Context: an optimization exercise on an open-source flow, tuned for small area, a short achievable clock period and few clock cycles. The choices shown serve that exercise and are no tape-out recipe. Only simulation tests tie the RTL to the original design; equivalence was not proved.

==> inputs of job 8020 <==
==> flow/design.v <==
module prb_comp_dec (
    input  wire        bad,       
    input  wire        m3,        
    input  wire        mul,       
    input  wire [4:0]  t,         
    input  wire [16:0] x,         
    input  wire [8:0]  y,         
    output wire [15:0] q,
    output wire        sat
);
    wire [15:0] u = x[16:1];
    wire [2:0]  seg = u[14:12];
    wire [19:0] a   = {7'd0, 1'b1, u[11:0]} << seg;
    reg  [7:0]  ah;
    reg         z;
    integer j;
    always @* begin
        z = 1'b1;
        for (j = 0; j < 8; j = j + 1) begin
            ah[j] = a[12 + j] ^ z;
            z = z & ~a[12 + j];
        end
    end
    wire [19:0] ml  = {ah, a[11:0]};
    reg  [20:0] v3;
    reg         o;
    always @* begin
        o = 1'b0;
        for (j = 0; j < 21; j = j + 1) begin
            v3[j] = (j < 20 ? ml[j] : 1'b0) ^ (u[15] & o);
            o = o | (j < 20 ? ml[j] : 1'b0);
        end
    end
    wire [20:0] v   = m3 ? v3 : {{5{u[15]}}, u};
    wire [50:0] g   = {{15{v[20]}}, v, 15'd0};
    wire [50:0] gs  = g >> t;
    wire [20:0] dif = v ^ {21{v[20]}};
    wire [31:0] tge = 32'hffffffff << t;                  
    wire        fit_s = ~|(dif & tge[20:0]);
    wire [15:0] y_s   = fit_s ? gs[15:0] : (v[20] ? 16'h8000 : 16'h7fff);
    wire [17:0] yr;
    wire        tie;
    prb_mul mu (.x(x), .y(y), .yr(yr), .tie(tie));
    wire        fit_m = (yr[17:15] == 3'b000) | (yr[17:15] == 3'b111);
    wire [15:0] y_m  = fit_m ? {yr[15:1], yr[0] & ~tie} : (yr[17] ? 16'h8000 : 16'h7fff);
    assign q   = bad ? 16'd0 : (mul ? y_m : y_s);
    assign sat = ~bad & (mul ? ~fit_m : ~fit_s);
endmodule
module prb_mul (
    input  wire [16:0] x,
    input  wire [8:0]  y,
    output wire [17:0] yr,
    output wire        tie
);
    wire [10:0] yy = {y[8], y, 1'b0};
    reg  [25:0] r0, r1, r2, r3, r4, r5;
    reg  [25:0] rr;
    reg  [17:0] sel;
    reg         neg, one, two, pneg;
    integer i;
    always @* begin
        pneg = 1'b0;
        r0 = 26'd0; r1 = 26'd0; r2 = 26'd0; r3 = 26'd0; r4 = 26'd0;
        for (i = 0; i < 5; i = i + 1) begin
            neg = yy[2*i+2];
            one = yy[2*i+1] ^ yy[2*i];
            two = (yy[2*i+2] & ~yy[2*i+1] & ~yy[2*i]) | (~yy[2*i+2] & yy[2*i+1] & yy[2*i]);
            sel = ({18{one}} & {x[16], x}) | ({18{two}} & {x, 1'b0});
            sel = sel ^ {18{neg}};
            rr  = ({7'd0, ~sel[17], sel} << (2*i)) | ({25'd0, pneg} << (2*i) >> 2);
            case (i)
                0: r0 = rr;
                1: r1 = rr;
                2: r2 = rr;
                3: r3 = rr;
                default: r4 = rr;
            endcase
            pneg = neg;
        end
        r5 = 26'h2ac_0080 | {17'd0, pneg, 8'd0};
    end
    function [51:0] csa(input [25:0] a, input [25:0] b, input [25:0] c);
        csa = {a ^ b ^ c, ((a & b) | (a & c) | (b & c)) << 1};
    endfunction
    wire [51:0] l1a = csa(r0, r1, r2);
    wire [51:0] l1b = csa(r3, r4, r5);
    wire [51:0] l2  = csa(l1a[51:26], l1a[25:0], l1b[51:26]);
    wire [51:0] l3  = csa(l2[51:26], l2[25:0], l1b[25:0]);
    wire [25:0] p   = l3[51:26] + l3[25:0];
    assign yr  = p[25:8];
    assign tie = (p[7:0] == 8'd0);
endmodule
module prb_decomp (
    input  wire        clk,
    input  wire        rst,           
    input  wire [3:0]  cfg_meth,      
    input  wire [3:0]  cfg_width,     
    input  wire [15:0] cfg_mc_scale,  
    input  wire        cfg_mc_csf,    
    input  wire        in_valid,
    output wire        in_ready,
    input  wire [7:0]  in_data,
    output reg         out_valid,
    input  wire        out_ready,
    output reg  [15:0] out_i,
    output reg  [15:0] out_q,
    output reg  [1:0]  out_sat,       
    output reg         out_bad,       
    output reg         out_last       
);
    reg        rdy_q;
    reg [31:0] acc;                   
    reg [5:0]  n;                     
    reg [5:0]  bcnt;                  
    reg        pend;                  
    reg [3:0]  fi_meth;
    reg [3:0]  fi_w;                  
    reg [15:0] fi_k;                  
    reg        fi_csf;
    assign in_ready = rdy_q;
    wire take    = in_valid & rdy_q;
    wire first   = (bcnt == 6'd0);
    wire cfg_par = (cfg_meth[3:2] == 2'b00) && (cfg_meth[1:0] != 2'b00);
    wire take_d  = take & ~(first & cfg_par);           
    wire [4:0] fi_w5  = {fi_w == 4'd0, fi_w};
    wire       fi_par = (fi_meth[3:2] == 2'b00) && (fi_meth[1:0] != 2'b00);
    wire [5:0] fi_bl  = {fi_w5, 1'b0} + {1'b0, fi_w5} - {5'd0, ~fi_par};  
    wire       blast  = (bcnt == fi_bl);
    reg [4:0]  xcnt;                  
    reg [16:0] rx;                    
    reg [8:0]  ry;                    
    reg        u_v, u_q, u_last;
    reg [3:0]  fd_w;
    reg        fd_c4;                 
    reg        fd_bad, fd_m3, fd_mul, fd_m4;
    reg [4:0]  fd_t;                  
    wire       fi_m0  = (fi_meth == 4'd0);
    wire       fi_m3  = (fi_meth == 4'd3);
    wire       fi_m4  = (fi_meth == 4'd4);
    wire       fi_ok  = (fi_meth <= 4'd2) | (fi_m3 & (fi_w5 >= 5'd4)) | (fi_m4 & (fi_w5 <= 5'd8));
    wire [4:0] fi_t   = fi_m0 ? 5'd15 : (5'd31 - {1'b0, fi_k[3:0]} - fi_w5);
    wire [4:0] fd_w5 = {fd_w == 4'd0, fd_w};
    wire       xnew  = (xcnt == 5'd0);
    wire [4:0] wx    = xnew ? fi_w5 : fd_w5;
    wire       have  = (n >= {1'b0, wx});
    wire       u_ok  = ~u_v | ~out_valid | out_ready;
    wire       ext   = have & (xnew ? (~u_v | ~out_valid) : u_ok);
    wire [46:0] ewin = {acc, 15'd0};
    wire [5:0]  nm1  = n - 6'd1;
    wire [46:0] esh  = ewin >> nm1[4:0];
    wire [15:0] umask = ~(16'hffff >> wx);
    wire        csfx = xnew ? (fi_m4 & fi_csf) : fd_c4;
    wire [15:0] cbit = {1'b0, umask[15:1]} & ~umask & {16{csfx}};
    wire [15:0] u_nx = (esh[15:0] & umask) | cbit;
    wire        m4x  = xnew ? fi_m4 : fd_m4;
    wire        ld_rx = xnew | ~m4x;
    wire        ld_ry = xnew | m4x;
    wire [16:0] rx_nx = m4x ? {1'b0, fi_k} : {u_nx, 1'b0};
    wire [8:0]  ry_nx = m4x ? u_nx[15:7] : {1'b0, fi_k[7:0]};
    wire [5:0] n_x  = n - {1'b0, wx};
    wire [5:0] n_00 = n;
    wire [5:0] n_01 = n + 6'd8;
    wire [5:0] n_10 = n_x;
    wire [5:0] n_11 = n_x + 6'd8;
    wire [5:0] n_nx = ext ? (take_d ? n_11 : n_10) : (take_d ? n_01 : n_00);
    wire [5:0] bcnt_nx = take ? (first ? 6'd1 : (blast ? 6'd0 : bcnt + 6'd1)) : bcnt;
    wire       pend_nx = (pend & ~(ext & xnew)) | (take & first);
    wire       rdy_nx  = (n_nx <= 6'd24) & ~((bcnt_nx == 6'd0) & pend_nx);
    wire [15:0] y;
    wire        ys;
    prb_comp_dec dec (
        .bad(fd_bad), .m3(fd_m3), .mul(fd_mul), .t(fd_t),
        .x(rx), .y(ry), .q(y), .sat(ys)
    );
    wire out_free = ~out_valid | out_ready;
    wire wr_i = u_v & ~u_q & out_free;
    wire wr_q = u_v &  u_q & out_free;
    always @(posedge clk) begin
        if (rst) begin
            rdy_q     <= 1'b1;
            n         <= 6'd0;
            bcnt      <= 6'd0;
            pend      <= 1'b0;
            xcnt      <= 5'd0;
            u_v       <= 1'b0;
            out_valid <= 1'b0;
        end else begin
            rdy_q <= rdy_nx;
            n     <= n_nx;
            bcnt  <= bcnt_nx;
            pend  <= pend_nx;
            if (ext)
                xcnt <= (xcnt == 5'd23) ? 5'd0 : xcnt + 5'd1;
            if (ext)
                u_v <= 1'b1;
            else if (out_free)
                u_v <= 1'b0;
            if (wr_q)
                out_valid <= 1'b1;
            else if (out_ready)
                out_valid <= 1'b0;
        end
    end
    always @(posedge clk) begin
        if (take_d)
            acc <= {acc[23:0], in_data};
        if (take & first) begin
            fi_meth <= cfg_meth;
            fi_w    <= cfg_width;
            fi_k    <= (cfg_meth == 4'd4) ? cfg_mc_scale : {8'd0, in_data};
            fi_csf  <= cfg_mc_csf;
        end
        if (ext) begin
            if (ld_rx)
                rx <= rx_nx;
            if (ld_ry)
                ry <= ry_nx;
            u_q    <= xcnt[0];
            u_last <= (xcnt == 5'd23);
        end
        if (ext & xnew) begin
            fd_w    <= fi_w;
            fd_c4   <= fi_m4 & fi_csf;
            fd_bad  <= ~fi_ok;
            fd_m3   <= fi_m3;
            fd_mul  <= (fi_meth == 4'd2) | fi_m4;
            fd_m4   <= fi_m4;
            fd_t    <= fi_t;
        end
        if (wr_i) begin
            out_i      <= y;
            out_sat[1] <= ys;
        end
        if (wr_q) begin
            out_q      <= y;
            out_sat[0] <= ys;
            out_bad    <= fd_bad;
            out_last   <= u_last;
        end
    end
endmodule
==> flow/flow/run.sh <==
#!/bin/bash
set -euo pipefail
margin=$(cat flow/margin.txt)
printf 'export SETUP_SLACK_MARGIN = %s\n' "$margin" >> config.mk
bash standard.sh > standard_make.log 2>&1
==> flow/flow/margin.txt <==
23
==> flow/standard.sh <==
#!/bin/bash
# synth_recipe.tcl (not shown) runs the flow's synth.tcl, then flattens the netlist and writes it again
# the make line also repeats each setting of config.mk as NAME=value (left out here)
make -C /OpenROAD-flow-scripts/flow DESIGN_CONFIG=/design/flow/config.mk WORK_HOME=/design/flow/orfs CLKGATE_MAP_FILE= SYNTH_SCRIPT=/design/flow/synth_recipe.tcl "${@:-finish}"
==> flow/config.mk <==
export PLATFORM = sky130hd
export DESIGN_NAME = prb_decomp
export DESIGN_NICKNAME = prb_decomp
export VERILOG_FILES = /design/flow/design.v
export SDC_FILE = /design/flow/constraint.sdc
export NUM_CORES = 4
export LEC_CHECK = 0
export ABC_AREA = 1
export CAP_MARGIN = 20
export CELL_PAD_IN_SITES_DETAIL_PLACEMENT = 1
export CELL_PAD_IN_SITES_GLOBAL_PLACEMENT = 2
export CORE_MARGIN = 2
export CORE_UTILIZATION = 50
export PLACE_DENSITY = 0.65
export SLEW_MARGIN = 20
export SETUP_SLACK_MARGIN = 23
==> flow/constraint.sdc <==
create_clock -name core_clock -period 30.0 [get_ports {clk}]
set_input_delay 6.0000 -clock core_clock [delete_from_list [all_inputs] [get_ports {clk}]]
set_output_delay 6.0000 -clock core_clock [all_outputs]
set_load 0.01 [all_outputs]
==> job 6096: changes against job 8020 <==
--- a/flow/design.v
+++ b/flow/design.v
@@ -131,6 +131,7 @@
     reg [8:0]  ry;                    
     reg        u_v, u_q, u_last;
     reg [3:0]  fd_w;
+    reg [15:0] fd_k;
     reg        fd_c4;                 
     reg        fd_bad, fd_m3, fd_mul, fd_m4;
     reg [4:0]  fd_t;                  
@@ -146,17 +147,15 @@
     wire       u_ok  = ~u_v | ~out_valid | out_ready;
     wire       ext   = have & (xnew ? (~u_v | ~out_valid) : u_ok);
     wire [46:0] ewin = {acc, 15'd0};
-    wire [5:0]  nm1  = n - 6'd1;
-    wire [46:0] esh  = ewin >> nm1[4:0];
+    wire [46:0] esh  = ewin >> (n - 6'd1);
     wire [15:0] umask = ~(16'hffff >> wx);
     wire        csfx = xnew ? (fi_m4 & fi_csf) : fd_c4;
     wire [15:0] cbit = {1'b0, umask[15:1]} & ~umask & {16{csfx}};
     wire [15:0] u_nx = (esh[15:0] & umask) | cbit;
     wire        m4x  = xnew ? fi_m4 : fd_m4;
-    wire        ld_rx = xnew | ~m4x;
-    wire        ld_ry = xnew | m4x;
-    wire [16:0] rx_nx = m4x ? {1'b0, fi_k} : {u_nx, 1'b0};
-    wire [8:0]  ry_nx = m4x ? u_nx[15:7] : {1'b0, fi_k[7:0]};
+    wire [15:0] kx   = xnew ? fi_k : fd_k;
+    wire [16:0] rx_nx = m4x ? {1'b0, kx} : {u_nx, 1'b0};
+    wire [8:0]  ry_nx = m4x ? u_nx[15:7] : {1'b0, kx[7:0]};
     wire [5:0] n_x  = n - {1'b0, wx};
     wire [5:0] n_00 = n;
     wire [5:0] n_01 = n + 6'd8;
@@ -211,15 +210,14 @@
             fi_csf  <= cfg_mc_csf;
         end
         if (ext) begin
-            if (ld_rx)
-                rx <= rx_nx;
-            if (ld_ry)
-                ry <= ry_nx;
+            rx     <= rx_nx;
+            ry     <= ry_nx;
             u_q    <= xcnt[0];
             u_last <= (xcnt == 5'd23);
         end
         if (ext & xnew) begin
             fd_w    <= fi_w;
+            fd_k    <= fi_k;
             fd_c4   <= fi_m4 & fi_csf;
             fd_bad  <= ~fi_ok;
             fd_m3   <= fi_m3;
==> flow/run.sh (new file) <==
#!/bin/bash
# synth_recipe.tcl (not shown) runs the flow's synth.tcl, then flattens the netlist and writes it again
# the make line also repeats each setting of config.mk as NAME=value (left out here)
make -C /OpenROAD-flow-scripts/flow DESIGN_CONFIG=/design/flow/config.mk WORK_HOME=/design/flow/orfs CLKGATE_MAP_FILE= SYNTH_SCRIPT=/design/flow/synth_recipe.tcl finish
--- a/flow/config.mk
+++ b/flow/config.mk
@@ -10,7 +10,6 @@
 export CELL_PAD_IN_SITES_DETAIL_PLACEMENT = 1
 export CELL_PAD_IN_SITES_GLOBAL_PLACEMENT = 2
 export CORE_MARGIN = 2
-export CORE_UTILIZATION = 50
-export PLACE_DENSITY = 0.65
+export CORE_UTILIZATION = 30
+export PLACE_DENSITY = 0.45
 export SLEW_MARGIN = 20
-export SETUP_SLACK_MARGIN = 23
removed: flow/flow/run.sh
removed: flow/flow/margin.txt
removed: flow/standard.sh
==> out/metrics.yaml <==
synth-compound-area-share_pct: 15.7
synth.area.top_cells: "edfxtp_1 (27%), nand2_1 (13%), ha_1 (6.7%)"
ys_ff_latch: 172
status: "timing/DRC/antenna clean"
syn-num-nets: 2449
synth_top_area_share_pct: 27.1
yosys.area_share.simple_pct: 23.2
syn_avg_cell_area_um2: 7.37
rows: 86
# the run above: job 6096

==> out/metrics.yaml <==
status: "did not finish"
lastStage: "global placement"
firstError: "[ERROR GPL-0301] Utilization 100.209 % exceeds 100%."
synth.area.top_cells: "edfxtp_1 (26%), nand2_1 (14%), ha_1 (6.9%)"
yosys.area_share.simple_pct: 24.9
rows: 64
syn_avg_cell_area_um2: 7.20
synth_top_area_share_pct: 25.7
syn-num-nets: 2365
synthAdderAreaFrac_pct: 13.5
synth-compound-area-share_pct: 15.5
# the run above: job 8020

Testbench counts of job 8020, summed over its fixed seeds: cycles 102,509.
Testbench counts of job 6096, summed over its fixed seeds: cycles 102,509.

-- re-timing with driven ports --
The flow's constraints put no driver on any port. The routed layout listed below was extracted and timed again, unchanged, in two steps.
Step 1 (the two cells are an assumption about what drives the block):
set clk [get_ports {clk}]
set_driving_cell -lib_cell sky130_fd_sc_hd__clkbuf_16 $clk
set_driving_cell -lib_cell sky130_fd_sc_hd__buf_2 [delete_from_list [all_inputs] $clk]
Step 2 moves the port delays by t, midway between the first and last clock arrival at a register: inputs arrive t later, outputs are due t later. That takes back most of the time a late clock gives input paths.
Slacks: ideal / step 1 / step 2; pairs: ideal / step 1.
run: job 6096
shift t [ns]: 0.490
slack for setup (ns): 21.954 / 21.983 / 21.493
hold slack, ns: 0.452 / 0.452 / 0.452
slew at the worst register clock pin (ns): 0.07 / 0.07
After both steps job 6096 still meets setup and hold. The setup slack of job 6096 moves by +0.029 ns with the drivers and by -0.461 ns with both steps.
